What follows belongs to an exercise in optimizing a design on an open flow for small area, a short achievable clock period and few clock cycles per item; a production flow would make more cautious choices. Function was checked by simulation only, so behaviour that the tests miss may differ from the original. No activity file was given, so power comes from the tool's default toggle rates.

== job 8966 ==
==> flow/design.v (excerpt) <==
module img_sha256 (
    input  wire         clk,
    input  wire         rst,         
    input  wire         in_valid,
    output wire         in_ready,
    input  wire [31:0]  in_data,
    input  wire         in_last,
    output reg          out_valid,
    output wire [255:0] out_digest
);
clock: 10.0 ns
lec_check: 0
abc_area: 1
cap_margin: 20
core_margin: 2
core_utilization: 40
cts_buf_list: sky130_fd_sc_hd__clkbuf_16
cts_cluster_diameter: 70
cts_cluster_size: 20
place_density: 0.6
setup_slack_margin: 5
slew_margin: 20
tns_end_percent: 5
standard.sh (not shown) runs the stock make flow with config.mk's settings and CLKGATE_MAP_FILE= SYNTH_SCRIPT=/design/flow/synth_recipe.tcl, a recipe that flattens the netlist after the stock synthesis.
==> flow/flow/run.sh <==
#!/bin/bash
# Standard layout, with the port buffers made from the smallest buffer.
set -euo pipefail
export BUFFER_PORTS_ARGS="-buffer_cell sky130_fd_sc_hd__buf_1"
bash standard.sh > standard_flow.log 2>&1
The flow did not stop early for job 8966: all stages ran, and the layout cleared the timing, design-rule and antenna checks.
Testbench counts of job 8966, summed over its fixed seeds: cycles 64,020, words 14,230.
[inputs] job 9690 vs job 8966
# job 8966
export LEC_CHECK = 0
export ABC_AREA = 1
export CAP_MARGIN = 20
export CORE_MARGIN = 2
export CORE_UTILIZATION = 40
export CTS_BUF_LIST = sky130_fd_sc_hd__clkbuf_16
export CTS_CLUSTER_DIAMETER = 70
export CTS_CLUSTER_SIZE = 20
export PLACE_DENSITY = 0.6
export SETUP_SLACK_MARGIN = 5
export SLEW_MARGIN = 20
export TNS_END_PERCENT = 5
create_clock -name core_clock -period 10.0 [get_ports {clk}]
# job 9690
export LEC_CHECK = 0
export CAP_MARGIN = 20
export CORE_MARGIN = 2
export CORE_UTILIZATION = 40
export PLACE_DENSITY = 0.6
export SETUP_SLACK_MARGIN = 5
export SLEW_MARGIN = 20
create_clock -name core_clock -period 10.0 [get_ports {clk}]
Results
Job 9690 vs job 8966, start point of the critical path: w[1][10] vs w[1][8]. Job 8966 → job 9690: latest clock arrival within the worst-skew pair now larger, area growth from synthesis to layout now larger. Re number of sequential storage elements: no difference whatsoever between job 9690 and job 8966. | combinational cell fraction of total power | higher: job 8966 |.
Edits applied to the flow inputs when going from job 9690 to job 6753:
# job 9690
export LEC_CHECK = 0
export CAP_MARGIN = 20
export CORE_MARGIN = 2
export CORE_UTILIZATION = 40
export PLACE_DENSITY = 0.6
export SETUP_SLACK_MARGIN = 5
export SLEW_MARGIN = 20
create_clock -name core_clock -period 10.0 [get_ports {clk}]
# job 6753
export LEC_CHECK = 0
export CAP_MARGIN = 20
export CORE_MARGIN = 2
export CORE_UTILIZATION = 40
export CTS_BUF_LIST = sky130_fd_sc_hd__clkbuf_16
export CTS_CLUSTER_DIAMETER = 70
export CTS_CLUSTER_SIZE = 20
export PLACE_DENSITY = 0.6
export SETUP_SLACK_MARGIN = 5
export SLEW_MARGIN = 20
create_clock -name core_clock -period 10.0 [get_ports {clk}]
## What came out
Looking at data arrival time of the critical path, job 6753 sits 0.04 ns above job 9690.
Origin of the worst setup path = e[21]: job 6753; origin of the worst setup path = w[1][10]: job 9690
From job 9690 to job 6753 the numbers moved as follows: global-route track usage on met1 held steady; post-layout minimum cycle time grew by 0.067 ns; sequential share of the synthesized area held steady.
The count of inserted antenna diode cells of job 6753 is higher than that of job 9690.
Summary: with job 9690 as the reference, leakage power in job 6753 moved down by a few percent.
Of job 6753 and job 9690, job 6753 shows the higher combinational cell fraction of total power, with job 9690 below it.
Total length of routed met3 wires down about 2.8% in job 6753 wrt job 9690
Job 6753 consumes less power than job 9690 does.
Taking job 9690 as the reference point, the worst setup slack of job 6753 falls by 0.067 ns.
The inputs of job 6880 differ from those of job 6753 as listed below.
# job 6753
export LEC_CHECK = 0
export CAP_MARGIN = 20
export CORE_MARGIN = 2
export CORE_UTILIZATION = 40
export CTS_BUF_LIST = sky130_fd_sc_hd__clkbuf_16
export CTS_CLUSTER_DIAMETER = 70
export CTS_CLUSTER_SIZE = 20
export PLACE_DENSITY = 0.6
export SETUP_SLACK_MARGIN = 5
export SLEW_MARGIN = 20
create_clock -name core_clock -period 10.0 [get_ports {clk}]
# job 6880
export LEC_CHECK = 0
export ABC_AREA = 1
export CAP_MARGIN = 20
export CORE_MARGIN = 2
export CORE_UTILIZATION = 40
export CTS_BUF_LIST = sky130_fd_sc_hd__clkbuf_16
export CTS_CLUSTER_DIAMETER = 70
export CTS_CLUSTER_SIZE = 20
export PLACE_DENSITY = 0.6
export SETUP_SLACK_MARGIN = 5
export SLEW_MARGIN = 20
create_clock -name core_clock -period 10.0 [get_ports {clk}]
Power ended up 2.9 mW higher on job 6880 than on job 6753.
Portion of the post-synthesis area used by sequential elements (higher): job 6753
Job 6880 vs. job 6753: share of the clock period used by the worst path decreased by 3.3 points relative to the old numbers, combinational power saw an increase.
[diff] clock skew, job 6880 relative to job 6753: regression
Summary: register-to-register slack, job 6880 better than job 6753
Looking at the reports, job 6880 completed the entire flow and the layout it produced met the timing, design-rule and antenna checks.
Changes observed in job 6880 relative to job 6753: sequential share of layout area +0.34 points, synthesis-to-layout area growth decreased by 2.1 points relative to the old numbers, fraction of final layout cells with drive strength greater than 1 went down, core outline area now sits higher.
Final cell utilization of the core down 1.1 points in job 6880 wrt job 6753

afterwards: timing with drivers on the ports:
How much do the figures lean on ideal ports? The routed layouts below were timed once more, with nothing changed but the port constraints. Step 1, drivers: a clkbuf_16 drives clk and a buf_2 each remaining input, both assumed. Step 2 times the ports against the registers' clock, not the clock port: input delays grow and output delays shrink by t, the midpoint of the rising clock arrivals with the driver on. a / b / c = no drivers / after step 1 / after step 2; a / b = the first two.
| run | shift t [ns] | slack for setup (ns) | hold WS [ns] | clock arrival spread, ns | worst data-port slew with drivers (ns) |
|---|---|---|---|---|---|
| job 8966 | 0.745 | 4.927 / 4.927 / 4.640 | 0.304 / 0.304 / 0.304 | 0.068 / 0.068 | 0.04 |
| job 9690 | 0.763 | 4.969 / 4.969 / 4.572 | 0.315 / 0.315 / 0.315 | 0.060 / 0.060 | 0.05 |
| job 6753 | 0.746 | 4.902 / 4.902 / 4.660 | 0.311 / 0.311 / 0.311 | 0.039 / 0.039 | 0.05 |
| job 6880 | 0.743 | 5.229 / 5.229 / 4.617 | 0.307 / 0.307 / 0.307 | 0.066 / 0.066 | 0.04 |
After both steps every run listed still meets setup and hold. For job 6880, which loses most, drivers alone change the setup slack by 0.000 ns; drivers and shift together by -0.612 ns.
